Background: an optimization exercise with open tools, aiming at small area, a short achievable clock period and few clock cycles. Do not read the settings as production practice.
At most, simulation tests tie the RTL to the original design; equivalence was not proved.

## v43
Design cc_pi, start of the top module:
module cc_pi (
    input  wire        clk,
    input  wire        rst,           
    input  wire        in_valid,
    output wire        in_ready,
    input  wire [31:0] in_e,
    input  wire [31:0] in_ff,
    input  wire [31:0] in_r,          
    input  wire [31:0] in_kp,
    input  wire [31:0] in_kit,
    input  wire [31:0] in_lo,
    input  wire [31:0] in_hi,
    input  wire [31:0] in_i0,
    output reg         out_valid,
    output wire [31:0] out_y,
    output wire [31:0] out_i,
    output reg         out_held
);
For scale: roughly 7100 cells after synthesis, about 330 I/O pins.
Settings: LEC_CHECK=0, ABC_AREA=1, CAP_MARGIN=20, CORE_MARGIN=2, CORE_UTILIZATION=40, SLEW_MARGIN=20, TNS_END_PERCENT=0; clock period 30.0 ns.
standard.sh (not shown) runs the stock make flow with config.mk's settings and CLKGATE_MAP_FILE= SYNTH_SCRIPT=/design/flow/synth_recipe.tcl, a recipe that flattens the netlist after the stock synthesis.
==> flow/flow/run.sh <==
#!/bin/bash
# Standard layout (the standard.sh, unchanged synthesis and steps), with
# repair_timing asked to aim for a larger setup slack than the clock needs,
# so that it shortens the critical paths. Constraints are the design's.
set -euo pipefail
MARGIN=${MARGIN:-$(cat flow/margin.txt)}
bash standard.sh finish SETUP_SLACK_MARGIN=$MARGIN > flow_make.log 2>&1
==> flow/flow/margin.txt <==
21
Testbench counts of v43, summed over its fixed seeds: cycles 9,352.
> inputs changed (v43 -> v1)
==> flow/flow/margin.txt <==
22
## What came out
The area enclosed by the die boundary of v1 and that of v43 are within noise of each other.
Comparing v43 against v1, there is no change at all in setup TNS.
Core area: v43 vs v1 identical
As far as distinct cell type count after synthesis goes, v1 and v43 are indistinguishable; the numbers are identical.
Compared v1 against v43.
v43 and v1 ended up with roughly the same hold violation total from the final report.
The period utilization on v43 is in line with that on v1.
For v31, these inputs were changed with respect to v1:
Settings: swapping 20 for 5 in SLEW_MARGIN; swapping 20 for 5 in CAP_MARGIN.
==> flow/flow/margin.txt <==
20
--- outcome ---
v31 finished every stage and its layout cleared the timing, design-rule and antenna checks. Relative to v1, top achievable clock speed has decreased by 1.4% in v31. Required time at the worst-slack endpoint (higher): v31. When v31 is set beside v1, its final-layout non-clock buffer area share turns out to be 0.27 points smaller. | critical path depth | lower: v31 |. Relative to v1, the final cell area reported for v31 is lower.

the reference run:
Another version of the RTL of cc_pi (not shown whole).
Size in the first run: about 460 flip-flops, ~330 I/O pins, roughly 49000 um2 of cells after synthesis.
export LEC_CHECK = 0
export ABC_AREA = 1
export CAP_MARGIN = 20
export CORE_MARGIN = 2
export CORE_UTILIZATION = 40
export SLEW_MARGIN = 20
create_clock -name core_clock -period 30.0 [get_ports {clk}]
==> flow/flow/margin.txt <==
17
Scripts as last shown in full above: flow/flow/run.sh
Testbench counts of the reference run, summed over its fixed seeds: cycles 9,352.
The inputs of the trial run differ from those of the reference run as listed below.
Settings: clearing ABC_AREA, which used to be 1.
==> flow/flow/margin.txt <==
16
==> results.txt <==
- The synthesized cell count of the trial run is lower than that of the reference run.
- The trial run reports a higher count of fill cells added during filler insertion than the reference run does.
- Row global-route usage: the trial run higher / the reference run lower
- Lower net total in the final layout was reported by the trial run, not the reference run.
- The average size of a mapped cell in the trial run was higher than what the reference run gave.
- Re fraction of standard cell area that is sequential: the trial run and the reference run aren't equal, and the higher value belongs to the reference run.
- | time the worst path needs with I/O delays and setup | the trial run vs the reference run | worse |
- For HPWL after detailed placement, dividing the value from the trial run by the value from the reference run gives 1.2.

## tundra
RTL: one of the versions met above, not the one the previous note started from.
For scale: about 460 flip-flops, roughly 330 I/O pins, about 49000 um2 of cells after synthesis.
export LEC_CHECK = 0
export ABC_AREA = 1
export CAP_MARGIN = 20
export CORE_MARGIN = 2
export CORE_UTILIZATION = 40
export PLACE_DENSITY = 0.72
export SLEW_MARGIN = 20
export TNS_END_PERCENT = 0
create_clock -name core_clock -period 30.0 [get_ports {clk}]
==> flow/flow/margin.txt <==
20
Scripts as last shown in full above: flow/flow/run.sh
Testbench counts of tundra, summed over its fixed seeds: cycles 9,352.
> inputs changed (tundra -> ember)
# tundra
export LEC_CHECK = 0
export ABC_AREA = 1
export CAP_MARGIN = 20
export CORE_MARGIN = 2
export CORE_UTILIZATION = 40
export PLACE_DENSITY = 0.72
export SLEW_MARGIN = 20
export TNS_END_PERCENT = 0
create_clock -name core_clock -period 30.0 [get_ports {clk}]
# ember
export LEC_CHECK = 0
export ABC_AREA = 1
export CAP_MARGIN = 20
export CORE_MARGIN = 2
export CORE_UTILIZATION = 40
export SLEW_MARGIN = 20
export TNS_END_PERCENT = 0
create_clock -name core_clock -period 30.0 [get_ports {clk}]
==> flow/flow/run.sh <==
#!/bin/bash
# Standard layout (the standard.sh, unchanged synthesis and steps), with
# repair_timing asked to aim for a larger setup slack than the clock needs,
# so that it shortens the critical paths, and the buffers that synthesis put
# in removed before placement so that repair buffers the nets itself.
# Constraints are the design's.
set -euo pipefail
MARGIN=${MARGIN:-$(cat flow/margin.txt)}
bash standard.sh finish SETUP_SLACK_MARGIN=$MARGIN REMOVE_ABC_BUFFERS=1 > flow_make.log 2>&1
Findings:
Number of gates resized after cts is lower on ember. Compared with tundra, ember shows a share of the clock period used by the worst path that is 1.1 points higher. Comparing tundra and ember, shortest period the worst path allows is higher on ember. Row final hold slack: ember lower / tundra higher. The share of final-layout standard cells stronger than drive strength 1 reported for ember is smaller than that of tundra by 3.9 points. Against tundra, ember comes in 71 lower on buffer count excluding the clock tree in the final layout.
Modified inputs, delta compared to ember
# ember
export LEC_CHECK = 0
export ABC_AREA = 1
export CAP_MARGIN = 20
export CORE_MARGIN = 2
export CORE_UTILIZATION = 40
export SLEW_MARGIN = 20
export TNS_END_PERCENT = 0
create_clock -name core_clock -period 30.0 [get_ports {clk}]
# delta
export LEC_CHECK = 0
export ABC_AREA = 1
export ABC_CLOCK_PERIOD_IN_PS = 10000
export CAP_MARGIN = 20
export CORE_MARGIN = 2
export CORE_UTILIZATION = 40
export SLEW_MARGIN = 20
export TNS_END_PERCENT = 0
create_clock -name core_clock -period 30.0 [get_ports {clk}]
==> flow/flow/run.sh <==
#!/bin/bash
# Standard layout (the standard.sh, unchanged synthesis and steps), with
# repair_timing asked to aim for a larger setup slack than the clock needs,
# so that it shortens the critical paths. Constraints are the design's.
set -euo pipefail
MARGIN=${MARGIN:-$(cat flow/margin.txt)}
bash standard.sh finish SETUP_SLACK_MARGIN=$MARGIN > flow_make.log 2>&1
### Flow results
Diff ember..delta | synthesized netlist cell count | unchanged
Sum of met2 wire segment lengths after detailed routing is lower on delta
Looking at critical path launch point, the acc[18] result is from ember; the acc[12] one comes from delta.
delta against ember: met2 track utilization from global routing went down by 3.1 points, width of the die was more or less identical, first-iteration DRC count went up by 375, slew at the pin with the worst max-slew slack went down by 11 ps.
Number of combinational gates with multiple inputs: delta vs ember, no meaningful difference
Cmp delta and ember / area growth from synthesis to layout / lower: ember
Relative slew slack essentially unchanged between ember and delta.
Modified inputs, garnet compared to delta
# delta
export LEC_CHECK = 0
export ABC_AREA = 1
export ABC_CLOCK_PERIOD_IN_PS = 10000
export CAP_MARGIN = 20
export CORE_MARGIN = 2
export CORE_UTILIZATION = 40
export SLEW_MARGIN = 20
export TNS_END_PERCENT = 0
create_clock -name core_clock -period 30.0 [get_ports {clk}]
# garnet
export LEC_CHECK = 0
export ABC_AREA = 1
export CAP_MARGIN = 20
export CORE_MARGIN = 2
export CORE_UTILIZATION = 40
export SLEW_MARGIN = 20
create_clock -name core_clock -period 30.0 [get_ports {clk}]
==> results.txt <==
garnet | status: complete | timing, DRC, antenna: pass
Headroom to the max-slew limit | garnet below delta
Taking delta as the reference, in garnet relative area of clock buffers and inverters in the final design down 0.21 points; routed length per instance up about 3.4%.
garnet gives more post-layout worst setup margin than delta did.
[compare] base=delta new=garnet: number of antenna violations at the first check in global routing now sits higher, part of the cycle the worst path needs fell 0.30 points.
Compared with delta, garnet shows a lower arrival time at the worst endpoint.
Of garnet and delta, garnet shows the higher number of buffers added for setup after CTS, with delta below it.

Another version of the RTL of cc_pi (not shown whole).
Size in the first run: about 6,800 cells after synthesis, roughly 48,000 um^2 of cells after synthesis.
## cc_pi
module cc_pi (
    input  wire        clk,
    input  wire        rst,           
    input  wire        in_valid,
    output wire        in_ready,
    input  wire [31:0] in_e,
    input  wire [31:0] in_ff,
    input  wire [31:0] in_r,          
    input  wire [31:0] in_kp,
    input  wire [31:0] in_kit,
    input  wire [31:0] in_lo,
    input  wire [31:0] in_hi,
    input  wire [31:0] in_i0,
    output reg         out_valid,
    output wire [31:0] out_y,
    output wire [31:0] out_i,
    output reg         out_held
);
clock: 30.0 ns
lec_check: 0
abc_area: 1
cap_margin: 20
core_margin: 2
core_utilization: 40
slew_margin: 20
tns_end_percent: 20
==> flow/flow/run.sh <==
#!/bin/bash
# Standard layout (the standard.sh, unchanged synthesis and steps), with
# repair_timing asked to aim for a larger setup slack than the clock needs,
# so that it shortens the critical paths. Constraints are the design's.
set -euo pipefail
MARGIN=${MARGIN:-$(cat flow/margin.txt)}
bash standard.sh finish SETUP_SLACK_MARGIN=$MARGIN > flow_make.log 2>&1
==> flow/flow/margin.txt <==
16
The baseline passed the timing, design-rule and antenna checks.
Change:
- TNS_END_PERCENT: 20 -> not set
Design area hardly moves.
Clock skew barely changes.
Routed wire length is about the same.
Die area is unchanged.
Non-clock buffer count came out higher by 4.
No run of this note included a check of the RTL's function; only the layout flow was run.

port drivers added, routing unchanged:
How much do the figures lean on ideal ports? The routed layouts below were timed once more, with nothing changed but the port constraints.
Step 1 (the two cells are an assumption about what drives the block):
set clk [get_ports {clk}]
set_driving_cell -lib_cell sky130_fd_sc_hd__clkbuf_16 $clk
set_driving_cell -lib_cell sky130_fd_sc_hd__buf_2 [delete_from_list [all_inputs] $clk]
Step 2 adds t to the input delays and takes it off the output delays; t is the mean of the earliest and latest rising clock arrival at the registers after step 1. Input paths then give back, and output paths get back, about the clock's delay inside the block.
Three values: no drivers, after step 1, after step 2; two values: the first two.
run | t, ns | setup WS [ns] | latest minus earliest clock arrival (ns) | cell pins on the clock port's net
v43 | 0.745 | 19.804 / 19.804 / 19.804 | 0.059 / 0.060 | 1
v1 | 0.745 | 19.804 / 19.804 / 19.804 | 0.059 / 0.060 | 1
v31 | 0.736 | 19.659 / 19.659 / 19.659 | 0.036 / 0.036 | 1
the reference run | 0.705 | 17.585 / 17.585 / 17.585 | 0.077 / 0.077 | 1
the trial run | 0.746 | 15.737 / 15.737 / 15.737 | 0.067 / 0.067 | 1
tundra | 0.720 | 19.781 / 19.781 / 19.781 | 0.061 / 0.061 | 1
ember | 0.750 | 19.465 / 19.465 / 19.465 | 0.057 / 0.057 | 1
delta | 0.736 | 19.676 / 19.676 / 19.676 | 0.036 / 0.037 | 1
garnet | 0.737 | 19.764 / 19.764 / 19.764 | 0.042 / 0.042 | 1
the first run of note 4 | 0.674 | 16.910 / 16.910 / 16.910 | 0.026 / 0.027 | 1
the second run of note 4 | 0.673 | 16.919 / 16.919 / 16.919 | 0.024 / 0.023 | 1
After both steps setup and hold are still met in every run listed.
